Source: an optimization exercise on an open RTL-to-GDS flow (aim: small area and a short achievable clock period). Production flows keep margins and buffers that such runs may drop. Power and IR drop assume default switching activity.

== raven ==
==> flow/design.v <==
module bsm_casement_syn (
    input  wire [288:0] word,
    output wire [15:0]  st,      
    output wire [15:0]  sm,      
    output wire         ss,      
    output wire [2:0]   cls,     
    output wire [15:0]  er,      
    output wire         ce,      
    output wire         ue,      
    output wire         poison   
);
    wire [255:0] d = word[255:0];
    wire [15:0]  tb = word[271:256];
    wire [15:0]  mb = word[287:272];
    wire         sb = word[288];
    reg [15:0] t;
    reg [15:0] m;
    integer    r, c;
    always @* begin
        for (r = 0; r < 16; r = r + 1)
            t[r] = ^d[16*r +: 16];
        for (c = 0; c < 16; c = c + 1) begin
            m[c] = 1'b0;
            for (r = 0; r < 16; r = r + 1)
                m[c] = m[c] ^ d[16*r + c];
        end
    end
    assign st = t ^ tb;
    assign sm = m ^ mb;
    assign ss = (^t) ^ sb;
    wire q = (^tb) ^ sb;
    wire zt, ot, zm, om;
    bsm_onehot16 u_t (.x(st), .z(zt), .o(ot));
    bsm_onehot16 u_m (.x(sm), .z(zm), .o(om));
    wire psn       = ~(|d) & (&tb) & (&mb) & sb;
    wire no_error  = zt & zm & ~q;
    wire data_err  = ot & om & ~q;
    wire check_err = (ot & zm & q) | (zt & om & ~q) | (zt & zm & q);
    wire unc       = ~(psn | no_error | data_err | check_err);
    assign cls    = {psn, psn | check_err | unc, data_err | unc};
    assign er     = st & {16{data_err}};
    assign ce     = data_err | check_err;
    assign ue     = unc;
    assign poison = psn | unc;
endmodule
module bsm_onehot16 (
    input  wire [15:0] x,
    output wire        z,
    output wire        o
);
    wire [3:0] z4, o4;
    genvar g;
    generate
        for (g = 0; g < 4; g = g + 1) begin : grp
            wire a = x[4*g], b = x[4*g+1], c = x[4*g+2], e = x[4*g+3];
            assign z4[g] = ~(a | b | c | e);
            assign o4[g] = ((a ^ b) & ~(c | e)) | ((c ^ e) & ~(a | b));
        end
    endgenerate
    assign z = &z4;
    assign o = (o4[0] & z4[1] & z4[2] & z4[3]) |
               (z4[0] & o4[1] & z4[2] & z4[3]) |
               (z4[0] & z4[1] & o4[2] & z4[3]) |
               (z4[0] & z4[1] & z4[2] & o4[3]);
endmodule
module bsm_casement_fix (
    input  wire [255:0] d,
    input  wire [15:0]  er,
    input  wire [15:0]  sm,
    output wire [255:0] data
);
    genvar k;
    generate
        for (k = 0; k < 256; k = k + 1) begin : flip
            assign data[k] = d[k] ^ (er[k >> 4] & sm[k & 15]);
        end
    endgenerate
endmodule
module bsm_burst_check (
    input  wire         clk,
    input  wire         rst,           
    input  wire         in_valid,
    input  wire [639:0] in_burst,      
    input  wire [47:0]  in_addr,       
    input  wire [13:0]  in_gen,        
    output reg          out_valid,
    output wire [511:0] out_data,      
    output reg  [2:0]   out_cls0,      
    output reg  [2:0]   out_cls1,      
    output reg  [31:0]  out_synd0,     
    output reg  [31:0]  out_synd1,     
    output reg  [1:0]   out_ss,        
    output reg  [1:0]   out_poison,    
    output reg          out_addr_mis,  
    output reg          out_gen_mis,   
    output reg          out_wb,        
    output reg  [15:0]  ce_cnt,        
    output reg  [15:0]  ue_cnt         
);
    wire [15:0] st0, sm0, st1, sm1, er0, er1;
    wire        ss0, ss1;
    wire [2:0]  cls0, cls1;
    wire        ce0, ue0, p0, ce1, ue1, p1;
    bsm_casement_syn u_syn0 (
        .word (in_burst[288:0]),
        .st (st0), .sm (sm0), .ss (ss0), .cls (cls0), .er (er0),
        .ce (ce0), .ue (ue0), .poison (p0)
    );
    bsm_casement_syn u_syn1 (
        .word (in_burst[577:289]),
        .st (st1), .sm (sm1), .ss (ss1), .cls (cls1), .er (er1),
        .ce (ce1), .ue (ue1), .poison (p1)
    );
    wire addr_mis  = (in_burst[625:578] != in_addr);
    wire gen_mis   = (in_burst[639:626] != in_gen);
    wire lintel_ok = ~addr_mis & ~gen_mis;
    wire       cnt    = in_valid & lintel_ok;
    wire [1:0] ce_inc = {cnt & ce0 & ce1, cnt & (ce0 ^ ce1)};
    wire [1:0] ue_inc = {cnt & ue0 & ue1, cnt & (ue0 ^ ue1)};
    wire [15:0] ce_p1 = (&ce_cnt)       ? 16'hFFFF : ce_cnt + 16'd1;
    wire [15:0] ce_p2 = (&ce_cnt[15:1]) ? 16'hFFFF : ce_cnt + 16'd2;
    wire [15:0] ue_p1 = (&ue_cnt)       ? 16'hFFFF : ue_cnt + 16'd1;
    wire [15:0] ue_p2 = (&ue_cnt[15:1]) ? 16'hFFFF : ue_cnt + 16'd2;
    reg [255:0] r_d0, r_d1;
    reg [15:0]  r_er0, r_er1;
    always @(posedge clk) begin
        if (rst) begin
            out_valid <= 1'b0;
            ce_cnt    <= 16'd0;
            ue_cnt    <= 16'd0;
        end else begin
            out_valid <= in_valid;
            ce_cnt    <= ce_inc[1] ? ce_p2 : ce_inc[0] ? ce_p1 : ce_cnt;
            ue_cnt    <= ue_inc[1] ? ue_p2 : ue_inc[0] ? ue_p1 : ue_cnt;
        end
        r_d0         <= in_burst[255:0];
        r_d1         <= in_burst[544:289];
        r_er0        <= er0;
        r_er1        <= er1;
        out_cls0     <= cls0;
        out_cls1     <= cls1;
        out_synd0    <= {sm0, st0};
        out_synd1    <= {sm1, st1};
        out_ss       <= {ss1, ss0};
        out_poison   <= {p1, p0};
        out_addr_mis <= addr_mis;
        out_gen_mis  <= gen_mis;
        out_wb       <= lintel_ok & (ce0 | ce1);
    end
    wire [255:0] data0, data1;
    bsm_casement_fix u_fix0 (
        .d (r_d0), .er (r_er0), .sm (out_synd0[31:16]), .data (data0)
    );
    bsm_casement_fix u_fix1 (
        .d (r_d1), .er (r_er1), .sm (out_synd1[31:16]), .data (data1)
    );
    assign out_data = {data1, data0};
endmodule
export LEC_CHECK = 0
export CAP_MARGIN = 20
export CORE_AREA = 60 60 320 320
export DIE_AREA = 0 0 380 380
export SLEW_MARGIN = 20
create_clock -name core_clock -period 10.0 [get_ports {clk}]
standard.sh (not shown) runs the stock make flow with config.mk's settings and CLKGATE_MAP_FILE= SYNTH_SCRIPT=/design/flow/synth_recipe.tcl, a recipe that flattens the netlist after the stock synthesis.
==> flow/flow/run.sh <==
#!/bin/bash
# The standard layout, with two changes to how it is made:
#  - port buffers are buf_1 cells (the smallest buffer) instead of the
#    resizer's default pick; repair may still size them up;
#  - from clock-tree synthesis on, timing repair aims at a setup slack of
#    SETUP_MARGIN ns at the design's clock period, so the layout is
#    optimised for a shorter achieved period. The clock period and the
#    constraints are unchanged.
# Each make run's full output goes to its own log here; ORFS's per-step
# logs are under orfs/logs.
set -euo pipefail
SETUP_MARGIN=5.0
export BUFFER_PORTS_ARGS="-buffer_cell sky130_fd_sc_hd__buf_1"
bash standard.sh "BUFFER_PORTS_ARGS=$BUFFER_PORTS_ARGS" synth floorplan place \
    > make_synth_place.log 2>&1
bash standard.sh "BUFFER_PORTS_ARGS=$BUFFER_PORTS_ARGS" \
    SETUP_SLACK_MARGIN=$SETUP_MARGIN finish > make_cts_finish.log 2>&1
Input changes introduced in indigo (baseline for comparison: raven):
-- flow/design.v --
<<< raven, line 33
    bsm_onehot16 u_t (.x(st), .z(zt), .o(ot));
    bsm_onehot16 u_m (.x(sm), .z(zm), .o(om));
    wire psn       = ~(|d) & (&tb) & (&mb) & sb;
    wire no_error  = zt & zm & ~q;
    wire data_err  = ot & om & ~q;
    wire check_err = (ot & zm & q) | (zt & om & ~q) | (zt & zm & q);
    wire unc       = ~(psn | no_error | data_err | check_err);
    assign cls    = {psn, psn | check_err | unc, data_err | unc};
    assign er     = st & {16{data_err}};
    assign ce     = data_err | check_err;
    assign ue     = unc;
    assign poison = psn | unc;
>>> indigo, line 33
    bsm_onehot16 u_t (.x(st), .z(zt), .o(ot));
    bsm_onehot16 u_m (.x(sm), .z(zm), .o(om));
    wire dz        = ~|(d[255:128] | d[127:0]);
    wire psn       = dz & (&tb) & (&mb) & sb;
    wire no_error  = zt & zm & ~q;
    wire data_err  = ot & om & ~q;
    wire corr      = (zt | ot) & (q ? zm : om);      
    wire unc       = ~(psn | no_error | corr);
    assign cls    = {psn, psn | unc | (corr & ~data_err), data_err | unc};
    assign er     = st & {16{data_err}};
    assign ce     = corr;
    assign ue     = unc;
    assign poison = psn | unc;
<<< raven, line 95
    output reg          out_gen_mis,   
    output reg          out_wb,        
    output reg  [15:0]  ce_cnt,        
    output reg  [15:0]  ue_cnt         
);
    wire [15:0] st0, sm0, st1, sm1, er0, er1;
>>> indigo, line 96
    output reg          out_gen_mis,   
    output reg          out_wb,        
    output wire [15:0]  ce_cnt,        
    output wire [15:0]  ue_cnt         
);
    wire [15:0] st0, sm0, st1, sm1, er0, er1;
<<< raven, line 115
    wire gen_mis   = (in_burst[639:626] != in_gen);
    wire lintel_ok = ~addr_mis & ~gen_mis;
    wire       cnt    = in_valid & lintel_ok;
    wire [1:0] ce_inc = {cnt & ce0 & ce1, cnt & (ce0 ^ ce1)};
    wire [1:0] ue_inc = {cnt & ue0 & ue1, cnt & (ue0 ^ ue1)};
    wire [15:0] ce_p1 = (&ce_cnt)       ? 16'hFFFF : ce_cnt + 16'd1;
    wire [15:0] ce_p2 = (&ce_cnt[15:1]) ? 16'hFFFF : ce_cnt + 16'd2;
    wire [15:0] ue_p1 = (&ue_cnt)       ? 16'hFFFF : ue_cnt + 16'd1;
    wire [15:0] ue_p2 = (&ue_cnt[15:1]) ? 16'hFFFF : ue_cnt + 16'd2;
    reg [255:0] r_d0, r_d1;
    reg [15:0]  r_er0, r_er1;
    always @(posedge clk) begin
        if (rst) begin
            out_valid <= 1'b0;
            ce_cnt    <= 16'd0;
            ue_cnt    <= 16'd0;
        end else begin
            out_valid <= in_valid;
            ce_cnt    <= ce_inc[1] ? ce_p2 : ce_inc[0] ? ce_p1 : ce_cnt;
            ue_cnt    <= ue_inc[1] ? ue_p2 : ue_inc[0] ? ue_p1 : ue_cnt;
        end
        r_d0         <= in_burst[255:0];
>>> indigo, line 116
    wire gen_mis   = (in_burst[639:626] != in_gen);
    wire lintel_ok = ~addr_mis & ~gen_mis;
    wire cnt = in_valid & lintel_ok;
    reg [255:0] r_d0, r_d1;
    reg [15:0]  r_er0, r_er1;
    reg [1:0]   r_ce_inc, r_ue_inc;  
    always @(posedge clk) begin
        if (rst) begin
            out_valid <= 1'b0;
            r_ce_inc  <= 2'd0;
            r_ue_inc  <= 2'd0;
        end else begin
            out_valid <= in_valid;
            r_ce_inc  <= {cnt & ce0 & ce1, cnt & (ce0 ^ ce1)};
            r_ue_inc  <= {cnt & ue0 & ue1, cnt & (ue0 ^ ue1)};
        end
        r_d0         <= in_burst[255:0];
<<< raven, line 156
    );
    assign out_data = {data1, data0};
endmodule
>>> indigo, line 152
    );
    assign out_data = {data1, data0};
    bsm_err_cnt u_ce (.clk (clk), .rst (rst), .inc (r_ce_inc), .cnt (ce_cnt));
    bsm_err_cnt u_ue (.clk (clk), .rst (rst), .inc (r_ue_inc), .cnt (ue_cnt));
endmodule
module bsm_err_cnt (
    input  wire        clk,
    input  wire        rst,
    input  wire [1:0]  inc,
    output wire [15:0] cnt
);
    reg [15:0] c;
    reg [14:0] u;
    reg        cmax;
    wire sel_u = inc[1] | (inc[0] & c[0]);
    assign cnt[15:1] = sel_u ? u : c[15:1];
    assign cnt[0]    = inc[1] ? (c[0] | cmax) :
                       inc[0] ? (~c[0] | cmax) : c[0];
    always @(posedge clk) begin
        if (rst) begin
            c    <= 16'd0;
            u    <= 15'd1;
            cmax <= 1'b0;
        end else begin
            c    <= cnt;
            u    <= (&cnt[15:1]) ? 15'h7FFF : cnt[15:1] + 15'd1;
            cmax <= &cnt[15:1];
        end
    end
endmodule
==> comparison <==
Relative to raven, clock skew decreased by 0.0058 ns in indigo.
raven | status: complete | timing, DRC, antenna: pass
In summary, indigo completed successfully, with a layout that passed the timing, design-rule and antenna checks.
raven reports its worst-path cell with the longest stage delay as sky130_fd_sc_hd__a211oi_2 while indigo reports sky130_fd_sc_hd__nor4_1.
indigo reports a higher final estimated routing congestion in global placement than raven does.
Going from raven to indigo, post-synthesis adder-cell area fraction saw a decrease, simple logic cell fraction of the synthesized area shows an increase of 0.19 points, count of buffers not belonging to the clock network in the layout decreased 144, count of inverters other than clock inverters in the layout shrank by 84%, cell area saw a decrease.
Of the two values seen for endpoint of the worst setup timing path, ce_cnt[3] was produced by raven and r_ue_inc[0] by indigo.
Slew of the pin with the lowest slew margin: indigo and raven compared, higher one is raven
On fraction of area in clock buffers and inverters, the lower figure sits with raven, not indigo.
Leakage power total improves in indigo relative to raven.
What indigo reported for number of sequential storage elements has to be multiplied by 0.948 to get the figure for raven.
No run of this note included a check of the RTL's function; only the layout flow was run.

re-timing with driven ports:
No port has a modelled driver above. Below, the same layouts with a new extraction and two added sets of constraints. Step 1 (the two cells are an assumption about what drives the block):
set clk [get_ports {clk}]
set_driving_cell -lib_cell sky130_fd_sc_hd__clkbuf_16 $clk
set_driving_cell -lib_cell sky130_fd_sc_hd__buf_2 [delete_from_list [all_inputs] $clk]
Step 2 moves the port delays by t, midway between the first and last clock arrival at a register: inputs arrive t later, outputs are due t later. That takes back most of the time a late clock gives input paths. a / b / c = ideal / step 1 / step 2; a / b = the first two.
run	shift t [ns]	setup WS [ns]	clock arrival spread, ns	slew at the worst register clock pin (ns)	pins driven straight from the clock port
raven	0.716	4.600 / 4.481 / 3.765	0.027 / 0.026	0.07 / 0.07	1
indigo	0.712	4.904 / 4.889 / 4.178	0.016 / 0.015	0.07 / 0.07	1
After both steps every run listed still meets setup and hold. For raven, which loses most, drivers alone change the setup slack by -0.119 ns; drivers and shift together by -0.835 ns.
